Source: an optimization exercise on an open RTL-to-GDS flow (aim: small area, a short achievable clock period and few clock cycles per item). Production flows keep margins and buffers that such runs may drop.
At most, simulation tests tie the RTL to the original design; equivalence was not proved.

Setup of before:
==> module cph_aes, before the edit <==
module cph_aes (
    input  wire         clk,
    input  wire         rst,          
    input  wire         in_valid,
    output wire         in_ready,
    input  wire [255:0] in_key,       
    input  wire [127:0] in_block,     
    output reg          out_valid,
    output wire [127:0] out_block     
);
    reg          s_busy;
    reg  [3:0]   s_round;             
    reg  [127:0] st;                  
    reg  [127:0] qa;                  
    reg  [127:0] qb;                  
    reg          p_busy;
    reg  [3:0]   p_round;             
    reg  [351:0] pm;                  
    reg  [127:0] ra, rb;              
    reg  [87:0] rm;                  
    wire load = !p_busy;
    assign in_ready  = load;
    assign out_block = st;
    genvar g;
    wire [351:0] pm_d;
    wire [87:0] rm_d;
    generate
        for (g = 0; g < 16; g = g + 1) begin : g_sbh
            aes_sbox_hi u_sb (.a(st[127 - 8*g -: 8]), .m(pm_d[351 - 22*g -: 22]));
        end
        for (g = 0; g < 4; g = g + 1) begin : g_ksbh
            aes_sbox_hi u_ksb (.a(qb[31 - 8*g -: 8]), .m(rm_d[87 - 22*g -: 22]));
        end
    endgenerate
    wire [127:0] sub;
    generate
        for (g = 0; g < 16; g = g + 1) begin : g_sbl
            aes_sbox_lo u_sb (.m(pm[351 - 22*g -: 22]), .y(sub[127 - 8*g -: 8]));
        end
    endgenerate
    wire [127:0] shf;
    generate
        for (g = 0; g < 16; g = g + 1) begin : g_sr
            assign shf[127 - 8*g -: 8] = sub[127 - 8*((g + 4*(g % 4)) % 16) -: 8];
        end
    endgenerate
    wire p_last = (p_round == 4'd14);
    wire mc_en  = !p_last && !load;
    wire [127:0] mg;           
    generate
        for (g = 0; g < 4; g = g + 1) begin : g_mc
            aes_mixcol u_mc (.c(shf[127 - 32*g -: 32]), .en(mc_en), .g(mg[127 - 32*g -: 32]));
        end
    endgenerate
    wire [127:0] rk_n, dat_n, rnd_out;
    generate
        for (g = 0; g < 128; g = g + 1) begin : g_ark
            wire x;
            g_mux2i u_k (.a(rb[g]),  .b(in_key[128 + g]), .s(load), .y(rk_n[g]));
            g_mux2i u_d (.a(shf[g]), .b(in_block[g]),     .s(load), .y(dat_n[g]));
            g_xor2  u_x (.a(dat_n[g]), .b(rk_n[g]), .y(x));
            g_xnor2 u_m (.a(x), .b(mg[g]), .y(rnd_out[g]));
        end
    endgenerate
    wire [31:0] ksub;
    generate
        for (g = 0; g < 4; g = g + 1) begin : g_ksbl
            aes_sbox_lo u_ksb (.m(rm[87 - 22*g -: 22]), .y(ksub[31 - 8*g -: 8]));
        end
    endgenerate
    reg [7:0] rcon;
    always @(*) begin
        case (p_round[3:1])
            3'd0:    rcon = 8'h01;
            3'd1:    rcon = 8'h02;
            3'd2:    rcon = 8'h04;
            3'd3:    rcon = 8'h08;
            3'd4:    rcon = 8'h10;
            3'd5:    rcon = 8'h20;
            3'd6:    rcon = 8'h40;
            default: rcon = 8'h80;
        endcase
    end
    wire [31:0] t = p_round[0] ? ({ksub[23:0], ksub[31:24]} ^ {rcon, 24'h0}) : ksub;
    wire [31:0] b0 = ra[127:96], b1 = ra[95:64], b2 = ra[63:32], b3 = ra[31:0];
    wire [31:0] c1, c2, c3, n0, n1, n2, n3;
    generate
        for (g = 0; g < 32; g = g + 1) begin : g_ks
            g_xor2  u_p1 (.a(b0[g]), .b(b1[g]), .y(c1[g]));     
            g_xor2  u_p2 (.a(c1[g]), .b(b2[g]), .y(c2[g]));     
            g_xor2  u_p3 (.a(c2[g]), .b(b3[g]), .y(c3[g]));     
            g_xnor2 u_n0 (.a(b0[g]), .b(t[g]),  .y(n0[g]));
            g_xor2  u_n1 (.a(c1[g]), .b(t[g]),  .y(n1[g]));
            g_xnor2 u_n2 (.a(c2[g]), .b(t[g]),  .y(n2[g]));
            g_xor2  u_n3 (.a(c3[g]), .b(t[g]),  .y(n3[g]));
        end
    endgenerate
    always @(posedge clk) begin
        if (rst) begin
            s_busy    <= 1'b0;
            p_busy    <= 1'b0;
            out_valid <= 1'b0;
            s_round   <= 4'd1;
            p_round   <= 4'd1;
        end else begin
            p_busy    <= s_busy;
            p_round   <= s_round;
            out_valid <= p_busy && p_last;
            if (load) begin
                s_busy  <= in_valid;
                s_round <= 4'd1;
            end else begin
                s_busy  <= !p_last;
                s_round <= p_round + 4'd1;
            end
        end
    end
    always @(posedge clk) begin
        pm <= pm_d;
        ra <= qa;
        rb <= qb;
        rm <= rm_d;
        st <= rnd_out;
        qa <= rk_n;
        qb <= load ? in_key[127:0] : {n0, n1, n2, n3};
    end
endmodule
Settings: LEC_CHECK=0, CAP_MARGIN=20, CORE_MARGIN=2, CORE_UTILIZATION=45, PLACE_DENSITY=0.6, SETUP_SLACK_MARGIN=4.5, SLEW_MARGIN=20, SYNTH_HIERARCHICAL=1, SYNTH_MINIMUM_KEEP_SIZE=0; clock period 8.0 ns.
standard.sh (not shown) runs the stock make flow with config.mk's settings and CLKGATE_MAP_FILE= SYNTH_SCRIPT=/design/flow/synth_recipe.tcl, a recipe that flattens the netlist after the stock synthesis.
==> flow/flow/run.sh <==
#!/bin/bash
# The standard layout, except that the port buffers are plain
# sky130_fd_sc_hd__buf_1 cells rather than the delay cells buffer_ports picks.
set -euo pipefail
bash standard.sh "BUFFER_PORTS_ARGS=-buffer_cell sky130_fd_sc_hd__buf_1" finish > standard_flow.log 2>&1
Testbench counts of before, summed over its fixed seeds: cycles 48,634, items 3,238.
The inputs of after differ from those of before as listed below.
==> flow/design.v, changed modules only <==
module cph_aes (
    input  wire         clk,
    input  wire         rst,          
    input  wire         in_valid,
    output wire         in_ready,
    input  wire [255:0] in_key,       
    input  wire [127:0] in_block,     
    output reg          out_valid,
    output wire [127:0] out_block     
);
    reg          s_busy;
    reg  [3:0]   s_round;             
    reg  [127:0] st;                  
    reg  [127:0] qa;                  
    reg  [127:0] qb;                  
    reg          p_busy;
    reg  [3:0]   p_round;             
    reg  [351:0] pm;                  
    reg  [127:0] ra, rb;              
    reg  [87:0] rm;                  
    reg          rdy, ld_n;
    reg  [127:0] res;                 
    wire load = !ld_n;
    assign in_ready  = rdy;
    assign out_block = res;
    genvar g;
    wire [351:0] pm_d;
    wire [87:0] rm_d;
    generate
        for (g = 0; g < 16; g = g + 1) begin : g_sbh
            aes_sbox_hi u_sb (.a(st[127 - 8*g -: 8]), .m(pm_d[351 - 22*g -: 22]));
        end
        for (g = 0; g < 4; g = g + 1) begin : g_ksbh
            aes_sbox_hi u_ksb (.a(qb[31 - 8*g -: 8]), .m(rm_d[87 - 22*g -: 22]));
        end
    endgenerate
    wire [127:0] sub;
    generate
        for (g = 0; g < 16; g = g + 1) begin : g_sbl
            aes_sbox_lo u_sb (.m(pm[351 - 22*g -: 22]), .y(sub[127 - 8*g -: 8]));
        end
    endgenerate
    wire [127:0] shf;
    generate
        for (g = 0; g < 16; g = g + 1) begin : g_sr
            assign shf[127 - 8*g -: 8] = sub[127 - 8*((g + 4*(g % 4)) % 16) -: 8];
        end
    endgenerate
    wire p_last = (p_round == 4'd14);
    wire mc_en  = ld_n;
    wire [127:0] mg;           
    generate
        for (g = 0; g < 4; g = g + 1) begin : g_mc
            aes_mixcol u_mc (.c(shf[127 - 32*g -: 32]), .en(mc_en), .g(mg[127 - 32*g -: 32]));
        end
    endgenerate
    wire [127:0] xr, rk_n, rnd_out;
    generate
        for (g = 0; g < 128; g = g + 1) begin : g_ark
            wire ik, xs_n;
            g_xor2  u_r (.a(shf[g]), .b(rb[g]), .y(xr[g]));
            g_xor2  u_i (.a(in_block[g]), .b(in_key[128 + g]), .y(ik));
            g_mux2i u_s (.a(xr[g]), .b(ik), .s(load), .y(xs_n));
            g_xor2  u_m (.a(xs_n), .b(mg[g]), .y(rnd_out[g]));
            g_mux2i u_k (.a(rb[g]), .b(in_key[128 + g]), .s(load), .y(rk_n[g]));
        end
    endgenerate
    wire [31:0] ksub;
    generate
        for (g = 0; g < 4; g = g + 1) begin : g_ksbl
            aes_sbox_lo u_ksb (.m(rm[87 - 22*g -: 22]), .y(ksub[31 - 8*g -: 8]));
        end
    endgenerate
    reg [7:0] rcon;
    always @(*) begin
        case (p_round[3:1])
            3'd0:    rcon = 8'h01;
            3'd1:    rcon = 8'h02;
            3'd2:    rcon = 8'h04;
            3'd3:    rcon = 8'h08;
            3'd4:    rcon = 8'h10;
            3'd5:    rcon = 8'h20;
            3'd6:    rcon = 8'h40;
            default: rcon = 8'h80;
        endcase
    end
    wire [31:0] t = p_round[0] ? ({ksub[23:0], ksub[31:24]} ^ {rcon, 24'h0}) : ksub;
    wire [31:0] b0 = ra[127:96], b1 = ra[95:64], b2 = ra[63:32], b3 = ra[31:0];
    wire [31:0] c1, c2, c3, n0, n1, n2, n3;
    generate
        for (g = 0; g < 32; g = g + 1) begin : g_ks
            g_xor2  u_p1 (.a(b0[g]), .b(b1[g]), .y(c1[g]));     
            g_xor2  u_p2 (.a(c1[g]), .b(b2[g]), .y(c2[g]));     
            g_xor2  u_p3 (.a(c2[g]), .b(b3[g]), .y(c3[g]));     
            g_xnor2 u_n0 (.a(b0[g]), .b(t[g]),  .y(n0[g]));
            g_xor2  u_n1 (.a(c1[g]), .b(t[g]),  .y(n1[g]));
            g_xnor2 u_n2 (.a(c2[g]), .b(t[g]),  .y(n2[g]));
            g_xor2  u_n3 (.a(c3[g]), .b(t[g]),  .y(n3[g]));
        end
    endgenerate
    always @(posedge clk) begin
        if (rst) begin
            s_busy    <= 1'b0;
            p_busy    <= 1'b0;
            out_valid <= 1'b0;
            rdy       <= 1'b1;
            ld_n      <= 1'b0;
            s_round   <= 4'd1;
            p_round   <= 4'd1;
        end else begin
            p_busy    <= s_busy;
            p_round   <= s_round;
            out_valid <= p_busy && p_last;
            rdy       <= !s_busy || (s_round == 4'd14);
            ld_n      <= s_busy && (s_round != 4'd14);
            if (load) begin
                s_busy  <= in_valid;
                s_round <= 4'd1;
            end else begin
                s_busy  <= 1'b1;
                s_round <= p_round + 4'd1;
            end
        end
    end
    always @(posedge clk) begin
        pm <= pm_d;
        ra <= qa;
        rb <= qb;
        rm <= rm_d;
        st <= rnd_out;
        qa <= rk_n;
        res <= xr;
        qb <= load ? in_key[127:0] : {n0, n1, n2, n3};
    end
endmodule
Findings:
before → after: total instance count after detailed placement went up, area after synthesis went up, post-layout worst setup margin went down. In the tables for before and after, global router's overall resource usage reads higher with before.
Function not checked in after: the RTL went through the layout flow alone.

[re-timing with driven ports]
In the flow no input, the clock included, has a driving cell. The finished layouts below were timed again as built, in two steps. Step 1 assumes that a clkbuf_16 drives the clock port and a buf_2 every other input. Step 2, shift: input delay + t, output delay - t, t = (earliest + latest rising clock arrival at the registers) / 2. This alone moves slack from input paths to output paths. a / b / c = ideal / step 1 / step 2; a / b = the first two.
| run | t (ns) | slack for setup (ns) | slew at the worst register clock pin (ns) | worst data-port slew with drivers (ns) | cell pins on the clock port's net |
|---|---|---|---|---|---|
| before | 0.800 | 4.464 / 4.464 / 4.464 | 0.07 / 0.07 | 0.19 | 1 |
| after | 0.824 | 4.253 / 4.253 / 4.253 | 0.07 / 0.07 | 0.15 | 1 |
After both steps setup and hold are still met in every run listed.
